Context: an optimization exercise on an open-source flow, tuned for small area and a short achievable clock period. The choices shown serve that exercise and are no tape-out recipe.
Function was checked by simulation only, so behaviour that the tests miss may differ from the original.

==> flow/design.v, too long to show whole: its modules and the start of the top module <==
// module ym_mulcs: 989 lines
// module ym_booth: 15 lines
// module yanik_mac: 335 lines
module yanik_mac (
    input  wire        clk,
    input  wire        rst,
    input  wire        in_valid,
    input  wire [4:0]  mac0_op,
    input  wire [1:0]  mac0_acca,
    input  wire [1:0]  mac0_accb,
    input  wire [31:0] mac0_x,
    input  wire [31:0] mac0_y,
    input  wire [31:0] mac0_u,
    input  wire [31:0] mac0_v,
    input  wire [4:0]  mac1_op,
    input  wire [1:0]  mac1_acca,
    input  wire [1:0]  mac1_accb,
    input  wire [31:0] mac1_x,
    input  wire [31:0] mac1_y,
    input  wire [31:0] mac1_u,
    input  wire [31:0] mac1_v,
    input  wire [3:0]  alu_op,
    input  wire [1:0]  alu_acca,
    input  wire [1:0]  alu_accb,
    input  wire [1:0]  alu_part,
    input  wire [31:0] alu_data,
    output reg         out_valid,
    output reg  [31:0] out_data
);
  // ...
==> flow/run.sh <==
#!/bin/bash
# synth_recipe.tcl (not shown) runs the flow's synth.tcl, then flattens the netlist and writes it again
# the make line also repeats each setting of config.mk as NAME=value (left out here)
make -C /OpenROAD-flow-scripts/flow DESIGN_CONFIG=/design/flow/config.mk WORK_HOME=/design/flow/orfs CLKGATE_MAP_FILE= SYNTH_SCRIPT=/design/flow/synth_recipe.tcl finish
==> flow/config.mk <==
export PLATFORM = sky130hd
export DESIGN_NAME = yanik_mac
export DESIGN_NICKNAME = yanik_mac
export VERILOG_FILES = /design/flow/design.v
export SDC_FILE = /design/flow/constraint.sdc
export NUM_CORES = 4
export LEC_CHECK = 0
export ABC_CLOCK_PERIOD_IN_PS = 5000
export CAP_MARGIN = 70
export CORE_MARGIN = 2
export CORE_UTILIZATION = 35
export PLACE_DENSITY = 0.45
export SETUP_SLACK_MARGIN = 0.5
export SLEW_MARGIN = 70
==> flow/constraint.sdc <==
create_clock -name core_clock -period 20.0 [get_ports {clk}]
set_input_delay 4.0000 -clock core_clock [delete_from_list [all_inputs] [get_ports {clk}]]
set_output_delay 4.0000 -clock core_clock [all_outputs]
set_load 0.01 [all_outputs]
==> results.py, run 1 <==
metrics = {
    "layout": {
        "finish.utilization_pct": 40.9,
        "layout_commonest_cell": "sky130_fd_sc_hd__a22oi_1",
        "layout_cell_share_with_drive_strength_beyond_1_pct": 12.6,
        "buf_share_pct": 7.69,
        "n_antenna_cell": 121,
        "area.growth.synth_to_final_pct": 16.6,
    },
    "placed_design": {
        "hpwlAfterDp_mm": 804,
        "routability_driven_placement_congestion_ratio": 1.04,
    },
    "critical_path": {
        "critical_path.most_common_cell": "sky130_fd_sc_hd__a21oi_1",
        "critical_path.endpoint": "acc[0][40]$_SDFFE_PP0P_",
        "setup.worst_path.start_class": "flop",
    },
    "hold_path": {
        "hold_class": "reg -> reg",
    },
    "routing": {
        "maxUsedRoutingLayer": "met5",
        "post_dr_wirelength_cell_um": 38.1,
        "wl_met2_mm": 443,
        "drc": 0,
    },
    "yosys": {
        "post_synth_xor_area_fraction_pct": 13.1,
        "area_share_of_the_largest_cell_type_after_synthesis_pct": 20.6,
        "synthesis.nets": 23900,
        "synth_area_um2": 184000,
    },
    "clock_network": {
        "ctsResizeCount": 0,
    },
    "run_status": {
        "status": "complete, no violations",
    },
    "sta": {
        "actual_slew_at_the_worst_max_slew_pin_ps": 527,
    },
    "global_routing": {
        "first_global_vias": 172000,
    },
}
==> module yanik_mac, before the edit <==
module yanik_mac (
    input  wire        clk,
    input  wire        rst,
    input  wire        in_valid,
    input  wire [4:0]  mac0_op,
    input  wire [1:0]  mac0_acca,
    input  wire [1:0]  mac0_accb,
    input  wire [31:0] mac0_x,
    input  wire [31:0] mac0_y,
    input  wire [31:0] mac0_u,
    input  wire [31:0] mac0_v,
    input  wire [4:0]  mac1_op,
    input  wire [1:0]  mac1_acca,
    input  wire [1:0]  mac1_accb,
    input  wire [31:0] mac1_x,
    input  wire [31:0] mac1_y,
    input  wire [31:0] mac1_u,
    input  wire [31:0] mac1_v,
    input  wire [3:0]  alu_op,
    input  wire [1:0]  alu_acca,
    input  wire [1:0]  alu_accb,
    input  wire [1:0]  alu_part,
    input  wire [31:0] alu_data,
    output reg         out_valid,
    output reg  [31:0] out_data
);
    localparam [3:0] ALU_NOP    = 4'd0,  ALU_CLR    = 4'd1,  ALU_ADDA   = 4'd2;
    localparam [3:0] ALU_ASH    = 4'd3,  ALU_LDACC  = 4'd4,  ALU_MOVW   = 4'd5;
    localparam [3:0] ALU_RDPART = 4'd6,  ALU_WRPART = 4'd7,  ALU_WRSHFT = 4'd8;
    localparam [3:0] ALU_RDSHFT = 4'd9,  ALU_RDSR   = 4'd10, ALU_CLRSR  = 4'd11;
    reg        v0;
    reg [4:0]  op0_0, op1_0;
    reg [1:0]  a0a_0, a0b_0, a1a_0, a1b_0;
    reg [31:0] m0a_0, m1a_0, m2a_0, m3a_0;
    reg [15:0] one0_0, two0_0, ng0_0, one1_0, two1_0, ng1_0;
    reg [15:0] one2_0, two2_0, ng2_0, one3_0, two3_0, ng3_0;
    reg [3:0]  aop_0;
    reg [1:0]  aa_0, ab_0, ap_0;
    reg [31:0] ad_0;
    wire in_cplx = mac0_op[4];
    wire in_m0_sub = (mac0_op == 5'h03) | (mac0_op == 5'h06) | (mac0_op == 5'h09);
    wire in_m1_sub = (mac1_op == 5'h03) | (mac1_op == 5'h06) | (mac1_op == 5'h09);
    wire in_m0_cpx = (mac0_op[4:2] == 3'b100);
    wire in_n0 = in_m0_sub;
    wire in_n1 = in_m0_sub | (in_m0_cpx & ~mac0_op[1]);
    wire in_n2 = in_m0_cpx ? mac0_op[1] : in_m1_sub;
    wire in_n3 = ~in_m0_cpx & in_m1_sub;
    wire [15:0] in_one0, in_two0, in_ng0, in_one1, in_two1, in_ng1;
    wire [15:0] in_one2, in_two2, in_ng2, in_one3, in_two3, in_ng3;
    ym_booth u_bth0 (.b(mac0_y), .neg(in_n0), .one(in_one0), .two(in_two0), .ng(in_ng0));
    ym_booth u_bth1 (.b(mac0_v), .neg(in_n1), .one(in_one1), .two(in_two1), .ng(in_ng1));
    ym_booth u_bth2 (.b(in_cplx ? mac0_v : mac1_y), .neg(in_n2),
                     .one(in_one2), .two(in_two2), .ng(in_ng2));
    ym_booth u_bth3 (.b(in_cplx ? mac0_y : mac1_v), .neg(in_n3),
                     .one(in_one3), .two(in_two3), .ng(in_ng3));
    always @(posedge clk) begin
        v0    <= in_valid & ~rst;
        op0_0 <= mac0_op;
        op1_0 <= mac1_op;
        a0a_0 <= mac0_acca;
        a0b_0 <= mac0_accb;
        a1a_0 <= mac1_acca;
        a1b_0 <= mac1_accb;
        m0a_0  <= mac0_x;
        m1a_0  <= mac0_u;
        m2a_0  <= in_cplx ? mac0_x : mac1_x;
        m3a_0  <= in_cplx ? mac0_u : mac1_u;
        one0_0 <= in_one0;
        two0_0 <= in_two0;
        ng0_0  <= in_ng0;
        one1_0 <= in_one1;
        two1_0 <= in_two1;
        ng1_0  <= in_ng1;
        one2_0 <= in_one2;
        two2_0 <= in_two2;
        ng2_0  <= in_ng2;
        one3_0 <= in_one3;
        two3_0 <= in_two3;
        ng3_0  <= in_ng3;
        aop_0 <= alu_op;
        aa_0  <= alu_acca;
        ab_0  <= alu_accb;
        ap_0  <= alu_part;
        ad_0  <= alu_data;
    end
    wire m0_single = (op0_0 == 5'h01) | (op0_0 == 5'h02) | (op0_0 == 5'h03);
    wire m0_dual   = (op0_0 == 5'h04) | (op0_0 == 5'h05) | (op0_0 == 5'h06);
    wire m0_dot    = (op0_0 == 5'h07) | (op0_0 == 5'h08) | (op0_0 == 5'h09);
    wire m0_cplx   = (op0_0[4:2] == 3'b100);
    wire m0_add    = m0_cplx ? op0_0[0] :
                     ((op0_0 != 5'h01) & (op0_0 != 5'h04) & (op0_0 != 5'h07));
    wire m0_same   = (a0a_0 == a0b_0);
    wire m1_single = (op1_0 == 5'h01) | (op1_0 == 5'h02) | (op1_0 == 5'h03);
    wire m1_dual   = (op1_0 == 5'h04) | (op1_0 == 5'h05) | (op1_0 == 5'h06);
    wire m1_dot    = (op1_0 == 5'h07) | (op1_0 == 5'h08) | (op1_0 == 5'h09);
    wire m1_add    = (op1_0 != 5'h01) & (op1_0 != 5'h04) & (op1_0 != 5'h07);
    wire m1_same   = (a1a_0 == a1b_0);
    wire [65:0] ps0, pc0, ps1, pc1, ps2, pc2, ps3, pc3;
    ym_mulcs u_mul0 (.a(m0a_0), .one(one0_0), .two(two0_0), .ng(ng0_0), .r0(ps0), .r1(pc0));
    ym_mulcs u_mul1 (.a(m1a_0), .one(one1_0), .two(two1_0), .ng(ng1_0), .r0(ps1), .r1(pc1));
    ym_mulcs u_mul2 (.a(m2a_0), .one(one2_0), .two(two2_0), .ng(ng2_0), .r0(ps2), .r1(pc2));
    ym_mulcs u_mul3 (.a(m3a_0), .one(one3_0), .two(two3_0), .ng(ng3_0), .r0(ps3), .r1(pc3));
    wire g   = m0_dot | m0_cplx | (m0_dual & m0_same);
    wire h   = m0_cplx | m1_dot | (m1_dual & m1_same);
    wire we0 = v0 & (m0_single | m0_dual | m0_dot | m0_cplx);
    wire we1 = v0 & (m0_cplx | (m0_dual & ~m0_same));
    wire we2 = v0 & ~m0_cplx & (m1_single | m1_dual | m1_dot);
    wire we3 = v0 & ~m0_cplx & m1_dual & ~m1_same;
    wire [1:0] wa1 = m0_cplx ? {a0a_0[1], 1'b1} : a0b_0;
    wire alu_wr = v0 & ((aop_0 == ALU_CLR) | (aop_0 == ALU_ADDA) | (aop_0 == ALU_ASH) |
                        (aop_0 == ALU_LDACC) | ((aop_0 == ALU_WRPART) & (ap_0 != 2'd3)));
    reg [3:0] s1_selA, s1_selB, s1_selQ1, s1_selQ3, s1_take, s1_add, s1_aluw;
    integer k;
    always @* begin
        for (k = 0; k < 4; k = k + 1) begin
            s1_selA[k]  = 1'b0;
            s1_selB[k]  = 1'b0;
            s1_selQ1[k] = 1'b0;
            s1_selQ3[k] = 1'b0;
            s1_add[k]   = 1'b0;
            if (we2 && a1a_0 == k[1:0]) begin
                s1_selB[k] = 1'b1; s1_add[k] = m1_add;
            end else if (we3 && a1b_0 == k[1:0]) begin
                s1_selQ3[k] = 1'b1; s1_add[k] = m1_add;
            end else if (we0 && a0a_0 == k[1:0]) begin
                s1_selA[k] = 1'b1; s1_add[k] = m0_add;
            end else if (we1 && wa1 == k[1:0]) begin
                if (m0_cplx) s1_selB[k] = 1'b1;
                else         s1_selQ1[k] = 1'b1;
                s1_add[k] = m0_add;
            end
            s1_aluw[k] = alu_wr && (aa_0 == k[1:0]);
            s1_take[k] = (s1_selA[k] | s1_selB[k] | s1_selQ1[k] | s1_selQ3[k]) & ~s1_aluw[k];
        end
    end
    reg rst_r;
    always @(posedge clk)
        rst_r <= rst;
    reg [5:0] shift;
    always @(posedge clk) begin
        if (rst_r)
            shift <= 6'd27;
        else if (v0 && aop_0 == ALU_WRSHFT)
            shift <= (ad_0[5:0] > 6'd40) ? 6'd40 : ad_0[5:0];
    end
    reg        v1;
    wire [65:0] gps1 = {66{g}} & ps1;
    wire [65:0] hps3 = {66{h}} & ps3;
    wire [65:0] tA = ps0 ^ pc0 ^ gps1;
    wire [65:0] uA = {(ps0[64:0] & pc0[64:0]) | (ps0[64:0] & gps1[64:0]) | (pc0[64:0] & gps1[64:0]), 1'b0};
    wire [65:0] tB = ps2 ^ pc2 ^ hps3;
    wire [65:0] uB = {(ps2[64:0] & pc2[64:0]) | (ps2[64:0] & hps3[64:0]) | (pc2[64:0] & hps3[64:0]), 1'b0};
    reg [65:0] tA_1, uA_1, ps1_1, pc1_1, tB_1, uB_1, ps3_1, pc3_1;
    reg        g_1, h_1;
    reg [3:0]  selA_1, selB_1, selQ1_1, selQ3_1, take_1, add_1, aluw_1;
    reg [3:0]  aop_1;
    reg [1:0]  aa_1, ab_1, ap_1;
    reg [31:0] ad_1;
    reg [5:0]  sh_1;
    always @(posedge clk) begin
        v1      <= v0 & ~rst;
        tA_1    <= tA;
        uA_1    <= uA;
        ps1_1   <= ps1;
        pc1_1   <= pc1;
        tB_1    <= tB;
        uB_1    <= uB;
        ps3_1   <= ps3;
        pc3_1   <= pc3;
        g_1     <= g;
        h_1     <= h;
        selA_1  <= s1_selA;
        selB_1  <= s1_selB;
        selQ1_1 <= s1_selQ1;
        selQ3_1 <= s1_selQ3;
        take_1  <= s1_take;
        add_1   <= s1_add;
        aluw_1  <= s1_aluw;
        aop_1   <= aop_0;
        aa_1    <= aa_0;
        ab_1    <= ab_0;
        ap_1    <= ap_0;
        ad_1    <= ad_0;
        sh_1    <= shift;
    end
    wire [65:0] sA = tA_1 + uA_1 + ({66{g_1}} & pc1_1);
    wire [65:0] sB = tB_1 + uB_1 + ({66{h_1}} & pc3_1);
    wire [65:0] e1 = ps1_1 + pc1_1;
    wire [65:0] e3 = ps3_1 + pc3_1;
    wire        u_ash   = (aop_1 == ALU_ASH);
    wire        u_ldacc = (aop_1 == ALU_LDACC);
    wire        u_movw  = (aop_1 == ALU_MOVW);
    wire signed [6:0] ash_n = ad_1[6:0];
    wire        ash_neg = ash_n[6];
    wire [6:0]  ash_m   = -ash_n;
    wire [5:0]  l_amt   = u_ldacc ? sh_1 : (ash_neg ? 6'd0 : ash_n[5:0]);
    wire [5:0]  r_amt   = u_movw ? sh_1 : (ash_neg ? ash_m[5:0] : 6'd0);
    wire [5:0]  thr     = u_movw ? sh_1 : (6'd40 - (ash_neg ? 6'd0 : ash_n[5:0]));
    reg        v2;
    reg [64:0] eA_2, eB_2;           
    reg [63:0] e1_2, e3_2;           
    reg [3:0]  selA_2, selB_2, selQ1_2, selQ3_2;
    reg [3:0]  take_2, add_2, aluw_2, adda_2;
    reg [3:0]  ra_2, rb_2;            
    reg        o_ashl_2, o_ashr_2, o_ld_2, o_movw_2, o_rdp_2;
    reg        o_wrp_2, o_rdsh_2, o_rdsr_2, o_clrsr_2;
    reg [1:0]  ap_2;
    reg [31:0] ad_2;
    reg [5:0]  sh_2, samt_2, thr_2;
    reg        shrev_2;
    always @(posedge clk) begin
        v2        <= v1 & ~rst;
        eA_2      <= sA[64:0];
        eB_2      <= sB[64:0];
        e1_2      <= e1[63:0];
        e3_2      <= e3[63:0];
        selA_2    <= selA_1 & ~aluw_1;
        selB_2    <= selB_1 & ~aluw_1;
        selQ1_2   <= selQ1_1 & ~aluw_1;
        selQ3_2   <= selQ3_1 & ~aluw_1;
        rb_2      <= 4'b0001 << ab_1;
        take_2    <= take_1 & {4{v1 & ~rst}};
        add_2     <= add_1 | ({4{aop_1 == ALU_ADDA}} & aluw_1);
        aluw_2    <= aluw_1 & {4{v1 & ~rst & (aop_1 != ALU_ADDA)}};
        adda_2    <= aluw_1 & {4{v1 & ~rst & (aop_1 == ALU_ADDA)}};
        ra_2      <= 4'b0001 << aa_1;
        o_ashl_2  <= u_ash & ~ash_neg;
        o_ashr_2  <= u_ash & ash_neg;
        o_ld_2    <= u_ldacc;
        o_movw_2  <= v1 & ~rst & u_movw;
        o_rdp_2   <= v1 & ~rst & (aop_1 == ALU_RDPART);
        o_wrp_2   <= (aop_1 == ALU_WRPART);
        o_rdsh_2  <= v1 & ~rst & (aop_1 == ALU_RDSHFT);
        o_rdsr_2  <= v1 & ~rst & (aop_1 == ALU_RDSR);
        o_clrsr_2 <= v1 & ~rst & (aop_1 == ALU_CLRSR);
        ap_2      <= ap_1;
        ad_2      <= ad_1;
        sh_2      <= sh_1;
        samt_2    <= (u_ldacc | (u_ash & ~ash_neg)) ? l_amt : r_amt;
        shrev_2   <= u_ldacc | (u_ash & ~ash_neg);
        thr_2     <= thr;
    end
    reg [71:0] acc [0:3];
    reg        av, sv;
    integer j;
    wire [71:0] acc_a = ({72{ra_2[0]}} & acc[0]) | ({72{ra_2[1]}} & acc[1]) |
                        ({72{ra_2[2]}} & acc[2]) | ({72{ra_2[3]}} & acc[3]);
    wire [71:0] acc_b = ({72{rb_2[0]}} & acc[0]) | ({72{rb_2[1]}} & acc[1]) |
                        ({72{rb_2[2]}} & acc[2]) | ({72{rb_2[3]}} & acc[3]);
    wire        sa    = acc_a[71];
    localparam [71:0] ACC_MAX = {1'b0, {71{1'b1}}};
    localparam [71:0] ACC_MIN = {1'b1, {71{1'b0}}};
    wire [71:0] sh_src = o_ld_2 ? {{40{ad_2[31]}}, ad_2} : acc_a;
    reg  [71:0] sh_in;
    reg  [71:0] shl;
    wire [72:0] sh_fill = {~shrev_2 & acc_a[71], sh_in};
    wire [72:0] sh_out  = $signed(sh_fill) >>> samt_2;
    wire [71:0] shr     = sh_out[71:0];
    always @* begin
        for (j = 0; j < 72; j = j + 1) begin
            sh_in[j] = shrev_2 ? sh_src[71-j] : sh_src[j];
            shl[j]   = shr[71-j];
        end
    end
    wire [39:0] sdiff  = acc_a[70:31] ^ {40{sa}};
    reg  [39:0] smask;
    always @* begin
        for (j = 0; j < 40; j = j + 1)
            smask[j] = (j >= thr_2);
    end
    wire        sat    = |(sdiff & smask);
    wire [71:0] clampv = sa ? ACC_MIN : ACC_MAX;
    wire [71:0] ashl_v = sat ? clampv : shl;
    wire [71:0] wrp_v  = (ap_2 == 2'd0) ? {acc_a[71:32], ad_2} :
                         (ap_2 == 2'd1) ? {acc_a[71:64], ad_2, acc_a[31:0]} :
                                          {ad_2[7:0], acc_a[63:0]};
    wire [71:0] alu_val = ({72{o_ashl_2}} & ashl_v) |
                          ({72{o_ashr_2}} & shr)    |
                          ({72{o_ld_2}}   & shl)    |
                          ({72{o_wrp_2}}  & wrp_v);
    wire        alu_av  = (|aluw_2) & o_ashl_2 & sat;
    reg [71:0] acc_next [0:3];
    reg [3:0]  mac_av;
    reg [72:0] x;
    reg [72:0] r;
    reg        ovf;
    always @* begin
        for (k = 0; k < 4; k = k + 1) begin
            x   = ({73{selA_2[k]}}    & {{8{eA_2[64]}}, eA_2}) |
                  ({73{selB_2[k]}}    & {{8{eB_2[64]}}, eB_2}) |
                  ({73{selQ1_2[k]}}   & {{9{e1_2[63]}}, e1_2}) |
                  ({73{selQ3_2[k]}}   & {{9{e3_2[63]}}, e3_2}) |
                  ({73{adda_2[k]}}    & {acc_b[71], acc_b});
            r   = ({73{add_2[k]}} & {acc[k][71], acc[k]}) + x;
            ovf = r[72] ^ r[71];
            mac_av[k] = (take_2[k] | adda_2[k]) & ovf;
            if (aluw_2[k])
                acc_next[k] = alu_val;
            else if (take_2[k] | adda_2[k])
                acc_next[k] = ovf ? (r[72] ? ACC_MIN : ACC_MAX) : r[71:0];
            else
                acc_next[k] = acc[k];
        end
    end
    wire [31:0] movw_w = sat ? (sa ? 32'h8000_0000 : 32'h7FFF_FFFF) : shr[31:0];
    wire [31:0] rdp_w  = (ap_2 == 2'd0) ? acc_a[31:0] :
                         (ap_2 == 2'd1) ? acc_a[63:32] :
                         (ap_2 == 2'd2) ? {{24{acc_a[71]}}, acc_a[71:64]} : 32'd0;
    wire [31:0] res_w  = ({32{o_movw_2}} & movw_w) |
                         ({32{o_rdp_2}}  & rdp_w)  |
                         ({32{o_rdsh_2}} & {26'd0, sh_2}) |
                         ({32{o_rdsr_2}} & {30'd0, sv, av});
    always @(posedge clk) begin
        if (rst_r) begin
            acc[0]    <= 72'd0;
            acc[1]    <= 72'd0;
            acc[2]    <= 72'd0;
            acc[3]    <= 72'd0;
            av        <= 1'b0;
            sv        <= 1'b0;
        end else begin
            acc[0]    <= acc_next[0];
            acc[1]    <= acc_next[1];
            acc[2]    <= acc_next[2];
            acc[3]    <= acc_next[3];
            av        <= (av & ~(o_clrsr_2 & ad_2[0])) | alu_av | (|mac_av);
            sv        <= (sv & ~(o_clrsr_2 & ad_2[1])) | (o_movw_2 & sat);
        end
        if (rst)
            out_valid <= 1'b0;
        else
            out_valid <= v2 & (o_movw_2 | o_rdp_2 | o_rdsh_2 | o_rdsr_2);
        out_data <= res_w;
    end
endmodule
==> inputs of run 2 (changes only) <==
--- a/flow/design.v
+++ b/flow/design.v
@@ -1,15 +1,15 @@
 module ym_mulcs (
     input  wire [31:0] a,
     input  wire [15:0] one,    
     input  wire [15:0] two,    
     input  wire [15:0] ng,     
-    output wire [65:0] r0,
-    output wire [65:0] r1
+    output wire [64:0] r0,
+    output wire [64:0] r1
 );
     wire [32:0] ax = {a[31], a};
     wire [33:0] ay = {a[31], a, 1'b0};
     wire [32:0] pp0 = ((ax & {33{one[0]}}) | (ay[32:0] & {33{two[0]}})) ^ {33{ng[0]}};
     wire [32:0] pp1 = ((ax & {33{one[1]}}) | (ay[32:0] & {33{two[1]}})) ^ {33{ng[1]}};
     wire [32:0] pp2 = ((ax & {33{one[2]}}) | (ay[32:0] & {33{two[2]}})) ^ {33{ng[2]}};
     wire [32:0] pp3 = ((ax & {33{one[3]}}) | (ay[32:0] & {33{two[3]}})) ^ {33{ng[3]}};
     wire [32:0] pp4 = ((ax & {33{one[4]}}) | (ay[32:0] & {33{two[4]}})) ^ {33{ng[4]}};
@@ -979,18 +979,18 @@
     wire s953 = c728 ^ s837 ^ c836;
     wire c954 = (c728 & s837) | (c728 & c836) | (s837 & c836);
     wire s955 = 1'b1 ^ s839 ^ c838;
     wire c956 = (1'b1 & s839) | (1'b1 & c838) | (s839 & c838);
     wire s957 = ~pp14[32] ^ pp15[30] ^ c840;
     wire c958 = (~pp14[32] & pp15[30]) | (~pp14[32] & c840) | (pp15[30] & c840);
     wire s959 = pp15[31] ^ 1'b1;
     wire c960 = pp15[31] & 1'b1;
-    assign r0 = {1'b1, 1'b1, 1'b1, ~pp15[32], s959, s957, s955, s953, s951, s949, s947, s945, s943, s941, s939, s937, s935, s933, s931, s929, s927, s925, s923, s921, s919, s917, s915, s913, s911, s909, s907, s905, s903, s901, s899, s897, s895, s893, s891, s889, s887, s885, s883, s881, s879, s877, s875, s873, s871, s869, s867, s865, s863, s861, s859, s857, s855, s853, s851, s849, s847, s845, s843, ng[1], pp0[1], pp0[0]};
-    assign r1 = {1'b0, 1'b0, 1'b0, c960, c958, c956, c954, c952, c950, c948, c946, c944, c942, c940, c938, c936, c934, c932, c930, c928, c926, c924, c922, c920, c918, c916, c914, c912, c910, c908, c906, c904, c902, c900, c898, c896, c894, c892, c890, c888, c886, c884, c882, c880, c878, c876, c874, c872, c870, c868, c866, c864, c862, c860, c858, c856, c854, c852, c850, c848, c846, c844, c842, s841, 1'b0, ng[0]};
+    assign r0 = {1'b1, 1'b1, ~pp15[32], s959, s957, s955, s953, s951, s949, s947, s945, s943, s941, s939, s937, s935, s933, s931, s929, s927, s925, s923, s921, s919, s917, s915, s913, s911, s909, s907, s905, s903, s901, s899, s897, s895, s893, s891, s889, s887, s885, s883, s881, s879, s877, s875, s873, s871, s869, s867, s865, s863, s861, s859, s857, s855, s853, s851, s849, s847, s845, s843, ng[1], pp0[1], pp0[0]};
+    assign r1 = {1'b0, 1'b0, c960, c958, c956, c954, c952, c950, c948, c946, c944, c942, c940, c938, c936, c934, c932, c930, c928, c926, c924, c922, c920, c918, c916, c914, c912, c910, c908, c906, c904, c902, c900, c898, c896, c894, c892, c890, c888, c886, c884, c882, c880, c878, c876, c874, c872, c870, c868, c866, c864, c862, c860, c858, c856, c854, c852, c850, c848, c846, c844, c842, s841, 1'b0, ng[0]};
 endmodule
 module ym_booth (
     input  wire [31:0] b,
     input  wire        neg,
     output wire [15:0] one,
     output wire [15:0] two,
     output wire [15:0] ng
 );
@@ -1094,17 +1094,17 @@
     wire m0_add    = m0_cplx ? op0_0[0] :
                      ((op0_0 != 5'h01) & (op0_0 != 5'h04) & (op0_0 != 5'h07));
     wire m0_same   = (a0a_0 == a0b_0);
     wire m1_single = (op1_0 == 5'h01) | (op1_0 == 5'h02) | (op1_0 == 5'h03);
     wire m1_dual   = (op1_0 == 5'h04) | (op1_0 == 5'h05) | (op1_0 == 5'h06);
     wire m1_dot    = (op1_0 == 5'h07) | (op1_0 == 5'h08) | (op1_0 == 5'h09);
     wire m1_add    = (op1_0 != 5'h01) & (op1_0 != 5'h04) & (op1_0 != 5'h07);
     wire m1_same   = (a1a_0 == a1b_0);
-    wire [65:0] ps0, pc0, ps1, pc1, ps2, pc2, ps3, pc3;
+    wire [64:0] ps0, pc0, ps1, pc1, ps2, pc2, ps3, pc3;
     ym_mulcs u_mul0 (.a(m0a_0), .one(one0_0), .two(two0_0), .ng(ng0_0), .r0(ps0), .r1(pc0));
     ym_mulcs u_mul1 (.a(m1a_0), .one(one1_0), .two(two1_0), .ng(ng1_0), .r0(ps1), .r1(pc1));
     ym_mulcs u_mul2 (.a(m2a_0), .one(one2_0), .two(two2_0), .ng(ng2_0), .r0(ps2), .r1(pc2));
     ym_mulcs u_mul3 (.a(m3a_0), .one(one3_0), .two(two3_0), .ng(ng3_0), .r0(ps3), .r1(pc3));
     wire g   = m0_dot | m0_cplx | (m0_dual & m0_same);
     wire h   = m0_cplx | m1_dot | (m1_dual & m1_same);
     wire we0 = v0 & (m0_single | m0_dual | m0_dot | m0_cplx);
     wire we1 = v0 & (m0_cplx | (m0_dual & ~m0_same));
@@ -1143,37 +1143,31 @@
     reg [5:0] shift;
     always @(posedge clk) begin
         if (rst_r)
             shift <= 6'd27;
         else if (v0 && aop_0 == ALU_WRSHFT)
             shift <= (ad_0[5:0] > 6'd40) ? 6'd40 : ad_0[5:0];
     end
     reg        v1;
-    wire [65:0] gps1 = {66{g}} & ps1;
-    wire [65:0] hps3 = {66{h}} & ps3;
-    wire [65:0] tA = ps0 ^ pc0 ^ gps1;
-    wire [65:0] uA = {(ps0[64:0] & pc0[64:0]) | (ps0[64:0] & gps1[64:0]) | (pc0[64:0] & gps1[64:0]), 1'b0};
-    wire [65:0] tB = ps2 ^ pc2 ^ hps3;
-    wire [65:0] uB = {(ps2[64:0] & pc2[64:0]) | (ps2[64:0] & hps3[64:0]) | (pc2[64:0] & hps3[64:0]), 1'b0};
-    reg [65:0] tA_1, uA_1, ps1_1, pc1_1, tB_1, uB_1, ps3_1, pc3_1;
+    reg [64:0] ps0_1, pc0_1, ps1_1, pc1_1, ps2_1, pc2_1, ps3_1, pc3_1;
     reg        g_1, h_1;
     reg [3:0]  selA_1, selB_1, selQ1_1, selQ3_1, take_1, add_1, aluw_1;
     reg [3:0]  aop_1;
     reg [1:0]  aa_1, ab_1, ap_1;
     reg [31:0] ad_1;
     reg [5:0]  sh_1;
     always @(posedge clk) begin
         v1      <= v0 & ~rst;
-        tA_1    <= tA;
-        uA_1    <= uA;
+        ps0_1   <= ps0;
+        pc0_1   <= pc0;
         ps1_1   <= ps1;
         pc1_1   <= pc1;
-        tB_1    <= tB;
-        uB_1    <= uB;
+        ps2_1   <= ps2;
+        pc2_1   <= pc2;
         ps3_1   <= ps3;
         pc3_1   <= pc3;
         g_1     <= g;
         h_1     <= h;
         selA_1  <= s1_selA;
         selB_1  <= s1_selB;
         selQ1_1 <= s1_selQ1;
         selQ3_1 <= s1_selQ3;
@@ -1182,20 +1176,26 @@
         aluw_1  <= s1_aluw;
         aop_1   <= aop_0;
         aa_1    <= aa_0;
         ab_1    <= ab_0;
         ap_1    <= ap_0;
         ad_1    <= ad_0;
         sh_1    <= shift;
     end
-    wire [65:0] sA = tA_1 + uA_1 + ({66{g_1}} & pc1_1);
-    wire [65:0] sB = tB_1 + uB_1 + ({66{h_1}} & pc3_1);
-    wire [65:0] e1 = ps1_1 + pc1_1;
-    wire [65:0] e3 = ps3_1 + pc3_1;
+    wire [64:0] gps1 = {65{g_1}} & ps1_1;
+    wire [64:0] hps3 = {65{h_1}} & ps3_1;
+    wire [64:0] tA = ps0_1 ^ pc0_1 ^ gps1;
+    wire [64:0] uA = {(ps0_1[63:0] & pc0_1[63:0]) | (ps0_1[63:0] & gps1[63:0]) | (pc0_1[63:0] & gps1[63:0]), 1'b0};
+    wire [64:0] tB = ps2_1 ^ pc2_1 ^ hps3;
+    wire [64:0] uB = {(ps2_1[63:0] & pc2_1[63:0]) | (ps2_1[63:0] & hps3[63:0]) | (pc2_1[63:0] & hps3[63:0]), 1'b0};
+    wire [64:0] sA = tA + uA + ({65{g_1}} & pc1_1);
+    wire [64:0] sB = tB + uB + ({65{h_1}} & pc3_1);
+    wire [64:0] e1 = ps1_1 + pc1_1;
+    wire [64:0] e3 = ps3_1 + pc3_1;
     wire        u_ash   = (aop_1 == ALU_ASH);
     wire        u_ldacc = (aop_1 == ALU_LDACC);
     wire        u_movw  = (aop_1 == ALU_MOVW);
     wire signed [6:0] ash_n = ad_1[6:0];
     wire        ash_neg = ash_n[6];
     wire [6:0]  ash_m   = -ash_n;
     wire [5:0]  l_amt   = u_ldacc ? sh_1 : (ash_neg ? 6'd0 : ash_n[5:0]);
     wire [5:0]  r_amt   = u_movw ? sh_1 : (ash_neg ? ash_m[5:0] : 6'd0);
==> flow/config.mk (replaced) <==
export PLATFORM = sky130hd
export DESIGN_NAME = yanik_mac
export DESIGN_NICKNAME = yanik_mac
export VERILOG_FILES = /design/flow/design.v
export SDC_FILE = /design/flow/constraint.sdc
export NUM_CORES = 4
export LEC_CHECK = 0
export ABC_AREA = 1
export ABC_CLOCK_PERIOD_IN_PS = 5000
export CAP_MARGIN = 70
export CORE_MARGIN = 2
export CORE_UTILIZATION = 35
export PLACE_DENSITY = 0.45
export SETUP_SLACK_MARGIN = 0.5
export SLEW_MARGIN = 70
==> run 2 against run 1 <==
Against the previous run: worst setup slack worse by 330 ps; via count up 15%; synthesized area grew 2.8%; flip-flop and latch count shrank 4; routed wire length up 24%; highest routed layer unchanged; first-iteration DRC count is 15% higher; cell area rose by 2.4%; critical path depth grew 1; still clean on timing, DRC and antenna; register-to-register slack got worse by 330 ps; utilization shrank 0.22 points.
==> results.py, run 2 <==
metrics = {
    "run_status": {
        "status": "complete, no violations",
    },
    "critical_path": {
        "critical_path.endpoint_type": "flop",
        "rr_startpoint": "rb_2[2]$_SDFF_PN0_",
        "critical_path_arrival_ps": 7940,
        "criticalPathCategory": "reg -> reg",
        "timing.reg2reg.worst_path_depth": 24,
        "worst-endpoint-required_ps": 20870,
        "reg2reg_setup_slack_ps": 12930,
        "setup.worst_path.start_class": "flop",
        "timing.critical_path.fanout_max": 32,
        "worstReg2RegEnd": "acc[1][32]$_SDFFE_PP0P_",
    },
    "routing": {
        "drc": 0,
        "vias": 201000,
        "drtPass1Iterations": 9,
        "post_dr_wirelength_cell_um": 39.8,
        "detail_route.iter0.violations": 26800,
        "wl_mm": 1320,
        "route.antenna.remaining_nets": 0,
        "routed_via_density": 6.08,
    },
    "yosys": {
        "netlist_instances": 25500,
        "ys_top_cells_by_area": "sky130_fd_sc_hd__fa_1, sky130_fd_sc_hd__dfxtp_1, sky130_fd_sc_hd__xor2_1",
        "synthesis.area_per_instance_um2": 7.42,
        "yosys_most_used_dff": "sky130_fd_sc_hd__dfxtp_1",
        "synth.largest_area_cell": "sky130_fd_sc_hd__fa_1",
        "synth_area_um2": 189000,
        "synth.yosys.warnings": 3,
        "synth_cell_type_count": 62,
        "ys_top_cells_by_count": "sky130_fd_sc_hd__nand2_1, sky130_fd_sc_hd__inv_1, sky130_fd_sc_hd__xor2_1, sky130_fd_sc_hd__o22ai_1, sky130_fd_sc_hd__fa_1",
        "ys_seq_area_share_pct": 17.5,
        "synthArstFlopShare_pct": 0,
        "synthesis.nets": 28500,
        "synth-seq-cells": 1651,
        "synth_enable_flop_cells": 0,
        "area_share_of_the_largest_cell_type_after_synthesis_pct": 20.1,
        "synth_most_common_cell": "sky130_fd_sc_hd__nand2_1",
    },
    "floorplanning": {
        "pin_count": 352,
        "initial_core_util_pct": 35.1,
        "die_height_um": 739,
        "die_area_um2": 547000,
        "core_area_um2": 540000,
        "rows": 270,
        "die-width_um": 739,
    },
    "sta": {
        "fin_skew_ps": 112,
        "slew_headroom_pct": 59.5,
        "fmaxAchievable_mhz": 142,
        "actual_slew_at_the_worst_max_slew_pin_ps": 608,
        "rsz_0062_raised_after_global_routing": "false",
        "maxSlewViolCount": 0,
        "final_min_period_over_clock_period_pct": 35.3,
        "fin_crit_ps": 7070,
        "final-hold-violation-count": 0,
        "setup_viol_count_final": 0,
        "fin_tns_setup_ps": 0,
        "setup_slack_ps": 12930,
    },
    "layout": {
        "final_nets": 28600,
        "final.fill_count": 56900,
        "layout.cells.most_common_list": "sky130_fd_sc_hd__nand2_1, sky130_fd_sc_hd__inv_1, sky130_fd_sc_hd__xor2_1, sky130_fd_sc_hd__o22ai_1, sky130_fd_sc_hd__fa_1",
        "largest_reg_flops": 288,
        "largest_registers": "acc: 288 flops, eA_2: 65 flops, eB_2: 65 flops",
        "registers.top_by_ff_count": "acc",
        "area.growth.synth_to_final_pct": 16.1,
        "layout_commonest_cell": "sky130_fd_sc_hd__nand2_1",
        "layout_cell_share_with_drive_strength_beyond_1_pct": 10.6,
    },
    "hold_path": {
        "min_delay_worst_endpoint": "ad_2[21]$_DFF_P_",
        "hold_class": "reg -> reg",
        "hold_start": "ad_1[21]$_DFF_P_",
        "hold-path-cell-count": 0,
    },
    "placed_design": {
        "numPortBuffers": 351,
        "hpwlAfterDp_mm": 1040,
        "place_worst_setup_slack_ps": 13420,
        "routability_driven_placement_congestion_ratio": 1.15,
    },
    "global_routing": {
        "largest_net_degree_at_the_start_of_global_routing": 79,
        "grt_busiest_layer": "met2",
        "first_global_vias": 196000,
        "groute.layer.met1.usage_pct": 53.8,
        "grt.met3_usage_pct": 15.9,
        "grtUsageTotal_pct": 46.6,
        "globalRoute.totalOverflow": 0,
        "antenna_found_initial": 161,
        "grt_pass1_wl_mm": 1750,
        "grtUsageMet2_pct": 68.5,
    },
    "clock_network": {
        "cts.sinks": 1651,
        "cts_setup_buffers": 0,
        "worst_setup_hold_path_clk_slew_ps": 70,
        "ctsResizeCount": 0,
        "cts_max_path_buffers": 4,
        "cts-buffers-inserted": 221,
        "cts_htree_levels": 4,
        "cts_root_buf": "sky130_fd_sc_hd__clkbuf_16",
        "clk_latency_ps": 1060,
        "hold_fix_buffers_at_cts": 0,
        "tritoncts": "built",
    },
    "job": {
        "max-cap-violations": 0,
    },
}
## run 2: cell types whose count changed after synthesis, sizes merged, moves of 305 or more
cell / delta
nand3: +787
a21o: -349
o22ai: +2189
inv: +2310
clkbuf: -305
and2: -523
xnor2: -883
a21oi: +438
nor2: +818
a22oi: -2785
xor2: +868
nand2: +2773
o21ai: +375
## run 2: layout make-up
cell class / count / area [µm²] / area share, %
diodes: 92 / 230 / 0.105
clock buffers: 277 / 6020 / 2.74
clock inverters: 129 / 1620 / 0.738
inverters: 3797 / 14700 / 6.69
multi-input cells: 18400 / 140000 / 63.9
flip-flops and latches: 1651 / 33500 / 15.2
well taps: 7208 / 9020 / 4.10
repair buffers: 1481 / 14300 / 6.50
## run 2: per-layer routing
metal | vias up | wire (µm)
li1 | 83600 | -
met3 | 4044 | 149000
met2 | 13700 | 543000
met1 | 99700 | 476000
met4 | 130 | 148000
met5 | - | 1270
## run 2: how the worst max path moves through the flow
stage / startpoint / endpoint / slack [ps] / depth (start not counted)
floorplan: mac0_op[4] / ng1_0[0]$_DFF_P_ / 14100 / 8
global placement: rb_2[0]$_SDFF_PP0_ / acc[0][22]$_SDFFE_PP0P_ / 12300 / 22
detailed placement: rb_2[1]$_SDFF_PP0_ / acc[1][22]$_SDFFE_PP0P_ / 13420 / 25
CTS: rb_2[1]$_SDFF_PP0_ / acc[1][32]$_SDFFE_PP0P_ / 13380 / 25
global route: rb_2[1]$_SDFF_PP0_ / acc[1][23]$_SDFFE_PP0P_ / 13150 / 26
finish: rb_2[2]$_SDFF_PN0_ / acc[1][32]$_SDFFE_PP0P_ / 12930 / 24
## run 2: critical path, stage by stage, from the launching register on
cell	delay (ps)
sky130_fd_sc_hd__dfxtp_2	330
sky130_fd_sc_hd__buf_8	150
sky130_fd_sc_hd__buf_12	180
sky130_fd_sc_hd__buf_8	230
sky130_fd_sc_hd__nand2_1	100
sky130_fd_sc_hd__nand4_1	440
sky130_fd_sc_hd__a221oi_1	590
sky130_fd_sc_hd__nand2_1	400
sky130_fd_sc_hd__ha_1	530
sky130_fd_sc_hd__nand2_1	190
sky130_fd_sc_hd__nor2_1	220
sky130_fd_sc_hd__inv_1	120
sky130_fd_sc_hd__nor2_1	370
sky130_fd_sc_hd__inv_1	260
sky130_fd_sc_hd__nor4_4	440
sky130_fd_sc_hd__nand3_1	120
sky130_fd_sc_hd__nand3_1	340
sky130_fd_sc_hd__xnor2_2	190
sky130_fd_sc_hd__nor2_2	340
sky130_fd_sc_hd__inv_1	160
sky130_fd_sc_hd__nand3_4	300
sky130_fd_sc_hd__buf_8	250
sky130_fd_sc_hd__buf_12	240
sky130_fd_sc_hd__a21oi_1	70
sky130_fd_sc_hd__nor3_1	210
## run 2: cell families after synthesis
| kind of cell | count (synthesis) | synth area share (%) |
|---|---|---|
| compound gates | 5749 | 18.0 |
| xor+xnor | 2732 | 12.6 |
| buf+inv | 5416 | 10.8 |
| simple gates | 7270 | 15.7 |
| mux | 25 | 0.149 |
| fa+ha+maj | 2670 | 25.2 |
| flops | 1651 | 17.5 |
## run 2: per-stage QoR
step	cell area, µm²	hold WS (ps)	cells	util [%]
after CTS	218000	319	32900	40.4
after detailed placement	210000	312	32500	39.0
after global routing	220000	323	33000	40.7
after floorplan	189000	310	25500	-
after global placement	201000	311	32200	37.3
final	220000	324	33100	40.7
==> inputs of run 3 (changes only) <==
--- a/flow/config.mk
+++ b/flow/config.mk
@@ -10,6 +10,6 @@
 export CAP_MARGIN = 70
 export CORE_MARGIN = 2
-export CORE_UTILIZATION = 35
-export PLACE_DENSITY = 0.45
+export CORE_UTILIZATION = 40
+export PLACE_DENSITY = 0.5
 export SETUP_SLACK_MARGIN = 0.5
 export SLEW_MARGIN = 70
==> run 3 against run 2 <==
Against the previous run: synthesized cell count unchanged; cell count shrank 2.9%; clock-buffer cell count shrank 16; cell area fell by 0.73%; routed wire length down 2.2%; global-route usage up 5.8 points; sequential share of layout area up 0.17 points; utilization is 5.6 points higher; fmax grew 7.5%; clock skew rose by 3.2 ps; via count up 2.6%.
==> results.py, run 3 <==
metrics = {
    "routing": {
        "vias": 207000,
        "post_dr_wirelength_cell_um": 40.1,
        "route.antenna.remaining_nets": 0,
        "detail_route.iter0.violations": 32200,
        "routed_via_density": 6.43,
        "drtPass1Iterations": 12,
        "wl_mm": 1290,
        "drc": 0,
    },
    "yosys": {
        "synthesis.area_per_instance_um2": 7.42,
        "synth-seq-cells": 1651,
        "netlist_instances": 25500,
        "synth_enable_flop_cells": 0,
        "synth.yosys.warnings": 3,
        "synthesis.nets": 28500,
        "synthArstFlopShare_pct": 0,
        "synth_cell_type_count": 62,
        "yosys_most_used_dff": "sky130_fd_sc_hd__dfxtp_1",
        "ys_top_cells_by_area": "sky130_fd_sc_hd__fa_1, sky130_fd_sc_hd__dfxtp_1, sky130_fd_sc_hd__xor2_1",
        "area_share_of_the_largest_cell_type_after_synthesis_pct": 20.1,
        "synth.largest_area_cell": "sky130_fd_sc_hd__fa_1",
        "synth_most_common_cell": "sky130_fd_sc_hd__nand2_1",
        "synth_area_um2": 189000,
        "ys_top_cells_by_count": "sky130_fd_sc_hd__nand2_1, sky130_fd_sc_hd__inv_1, sky130_fd_sc_hd__xor2_1, sky130_fd_sc_hd__o22ai_1, sky130_fd_sc_hd__fa_1",
        "ys_seq_area_share_pct": 17.5,
    },
    "critical_path": {
        "timing.critical_path.fanout_max": 36,
        "crit_slowest_cell": "sky130_fd_sc_hd__a221oi_1",
        "reg2reg_setup_slack_ps": 13430,
        "rr_startpoint": "rb_2[2]$_SDFF_PN0_",
        "critical_path_arrival_ps": 7530,
        "timing.reg2reg.worst_path_depth": 28,
        "critical_path.endpoint_type": "flop",
        "worstReg2RegEnd": "acc[3][28]$_SDFFE_PP0P_",
        "setup.worst_path.start_class": "flop",
        "criticalPathCategory": "reg -> reg",
        "worst-endpoint-required_ps": 20950,
        "worst_path_largest_cell_delay_ps": 520,
    },
    "global_routing": {
        "grt_pass1_wl_mm": 1730,
        "antenna_found_initial": 212,
        "globalRoute.totalOverflow": 0,
        "grtUsageTotal_pct": 52.4,
        "first_global_vias": 197000,
        "largest_net_degree_at_the_start_of_global_routing": 61,
    },
    "clock_network": {
        "ctsResizeCount": 0,
        "cts_setup_buffers": 0,
        "cts_htree_levels": 4,
        "cts_root_buf": "sky130_fd_sc_hd__clkbuf_16",
        "hold_fix_buffers_at_cts": 0,
        "cts.sinks": 1651,
        "clk_latency_ps": 1110,
        "worst_setup_hold_path_clk_slew_ps": 70,
        "cts_max_path_buffers": 4,
        "cts-buffers-inserted": 211,
        "tritoncts": "built",
    },
    "floorplanning": {
        "die_area_um2": 479000,
        "pin_count": 352,
        "initial_core_util_pct": 40.2,
        "die-width_um": 692,
        "core_area_um2": 471000,
        "rows": 252,
        "die_height_um": 692,
    },
    "sta": {
        "final-hold-violation-count": 0,
        "rsz_0062_raised_after_global_routing": "false",
        "setup_viol_count_final": 0,
        "fmaxAchievable_mhz": 152,
        "actual_slew_at_the_worst_max_slew_pin_ps": 587,
        "fin_crit_ps": 6570,
        "fin_skew_ps": 115,
        "slew_headroom_pct": 60.9,
        "setup_slack_ps": 13430,
        "maxSlewViolCount": 0,
        "final_min_period_over_clock_period_pct": 32.9,
        "fin_tns_setup_ps": 0,
    },
    "layout": {
        "layout_commonest_cell": "sky130_fd_sc_hd__nand2_1",
        "layout_cell_share_with_drive_strength_beyond_1_pct": 10.4,
        "largest_reg_flops": 288,
        "area.growth.synth_to_final_pct": 15.3,
        "largest_registers": "acc: 288 flops, eA_2: 65 flops, eB_2: 65 flops",
        "combined_flip_flop_and_latch_cell_area_um2": 33600,
        "final.fill_count": 48300,
        "layout.cells.most_common_list": "sky130_fd_sc_hd__nand2_1, sky130_fd_sc_hd__inv_1, sky130_fd_sc_hd__xor2_1, sky130_fd_sc_hd__o22ai_1, sky130_fd_sc_hd__fa_1",
        "multiInputGateArea_um2": 140000,
        "registers.top_by_ff_count": "acc",
        "finish.utilization_pct": 46.3,
        "final_nets": 28600,
    },
    "hold_path": {
        "hold-path-cell-count": 0,
        "min_delay_worst_endpoint": "ad_2[28]$_DFF_P_",
        "hold_class": "reg -> reg",
        "hold_start": "ad_1[28]$_DFF_P_",
    },
    "placed_design": {
        "hpwlAfterDp_mm": 991,
        "numPortBuffers": 351,
        "routability_driven_placement_congestion_ratio": 1.15,
        "place_worst_setup_slack_ps": 13570,
    },
    "job": {
        "max-cap-violations": 0,
    },
    "run_status": {
        "status": "complete, no violations",
    },
}
==> run 3: cell types whose count changed in the layout (fill, tap and decap cells not counted), moves of 21 or more <==
cell                      delta
sky130_fd_sc_hd__dfxtp_1    -76
sky130_fd_sc_hd__xor2_1     +28
sky130_fd_sc_hd__buf_6      +23
sky130_fd_sc_hd__a21oi_1    +25
sky130_fd_sc_hd__a21oi_2    -23
sky130_fd_sc_hd__nand2_1    +23
sky130_fd_sc_hd__buf_4      -67
sky130_fd_sc_hd__diode_2    +73
sky130_fd_sc_hd__dfxtp_2    +61
sky130_fd_sc_hd__buf_2      +24
sky130_fd_sc_hd__xor2_2     -21
sky130_fd_sc_hd__o21ai_0    +25
sky130_fd_sc_hd__buf_16     +21
==> run 3: metrics by stage <==
step / hold slack (ps) / instances / instance area [µm²]
after floorplan: 310 / 25500 / 189000
after global placement: 310 / 31100 / 200000
after detailed placement: 312 / 31500 / 209000
after CTS: 326 / 31900 / 216000
after global routing: 330 / 32000 / 218000
final: 325 / 32100 / 218000
==> run 3: kinds of logic (layout without fill, tap and decap cells) <==
| family | count (synthesis) | after routing | share of synthesized area [%] |
|---|---|---|---|
| compound gates | 5749 | 5749 | 18.0 |
| xor+xnor | 2732 | 2732 | 12.6 |
| fa+ha+maj | 2670 | 2670 | 25.2 |
| buf+inv | 5416 | 5647 | 10.8 |
| flops | 1651 | 1651 | 17.5 |
| mux | 25 | 25 | 0.149 |
| other cells | 0 | 165 | 0 |
| simple gates | 7270 | 7270 | 15.7 |
==> run 3: layout make-up <==
class | count | area share (%)
diodes | 165 | 0.189
clock buffers | 261 | 2.64
clock inverters | 131 | 0.778
inverters | 3797 | 6.70
multi-input cells | 18400 | 64.2
flip-flops and latches | 1651 | 15.4
well taps | 6223 | 3.57
repair buffers | 1458 | 6.55
==> run 3: how the worst max path moves through the flow <==
stage,from,endpoint,cells after the start
after floorplan,mac0_op[4],ng1_0[0]$_DFF_P_,8
after global placement,rb_2[0]$_SDFF_PP0_,acc[0][65]$_SDFFE_PP0P_,22
after detailed placement,mac0_op[4],ng2_0[11]$_DFF_P_,9
after CTS,rb_2[3]$_SDFF_PN0_,acc[3][28]$_SDFFE_PP0P_,25
after global routing,rb_2[2]$_SDFF_PN0_,acc[3][23]$_SDFFE_PP0P_,28
final,rb_2[2]$_SDFF_PN0_,acc[3][28]$_SDFFE_PP0P_,28
==> run 3: per-layer routing <==
layer  GRT usage [%]  vias to the layer above  part of all wire [%]
li1                -                    83700                     -
met1            58.4                   100000                    35
met5            2.89                        -                  0.13
met3            25.6                     5323                    14
met2            73.7                    17000                    40
met4            45.8                      158                    11
==> run 3: critical path, delay by kind of cell, from the launching register on <==
family | cells | cell delay, ps
flops | 1 | 380
fa+ha+maj | 1 | 500
simple gates | 13 | 2880
compound gates | 2 | 610
buf+inv | 11 | 1830
xor+xnor | 1 | 160

==> separate check: timing with driven ports <==
The results above use ideal ports. As a check the final layouts listed here were re-extracted and re-timed, cells and wires unchanged. Step 1, drivers: a clkbuf_16 drives clk and a buf_2 each remaining input, both assumed. Step 2, shift: input delay + t, output delay - t, t = (earliest + latest rising clock arrival at the registers) / 2. This alone moves slack from input paths to output paths. Slacks: ideal / step 1 / step 2; pairs: ideal / step 1.
| run | t, ns | slack for setup (ns) | slew at the worst register clock pin (ns) |
|---|---|---|---|
| run 1 | 1.121 | 13.264 / 13.264 / 13.264 | 0.08 / 0.08 |
| run 2 | 1.154 | 12.934 / 12.934 / 12.934 | 0.08 / 0.08 |
| run 3 | 1.205 | 13.426 / 13.426 / 13.426 | 0.09 / 0.09 |
After both steps every run listed still meets setup and hold.
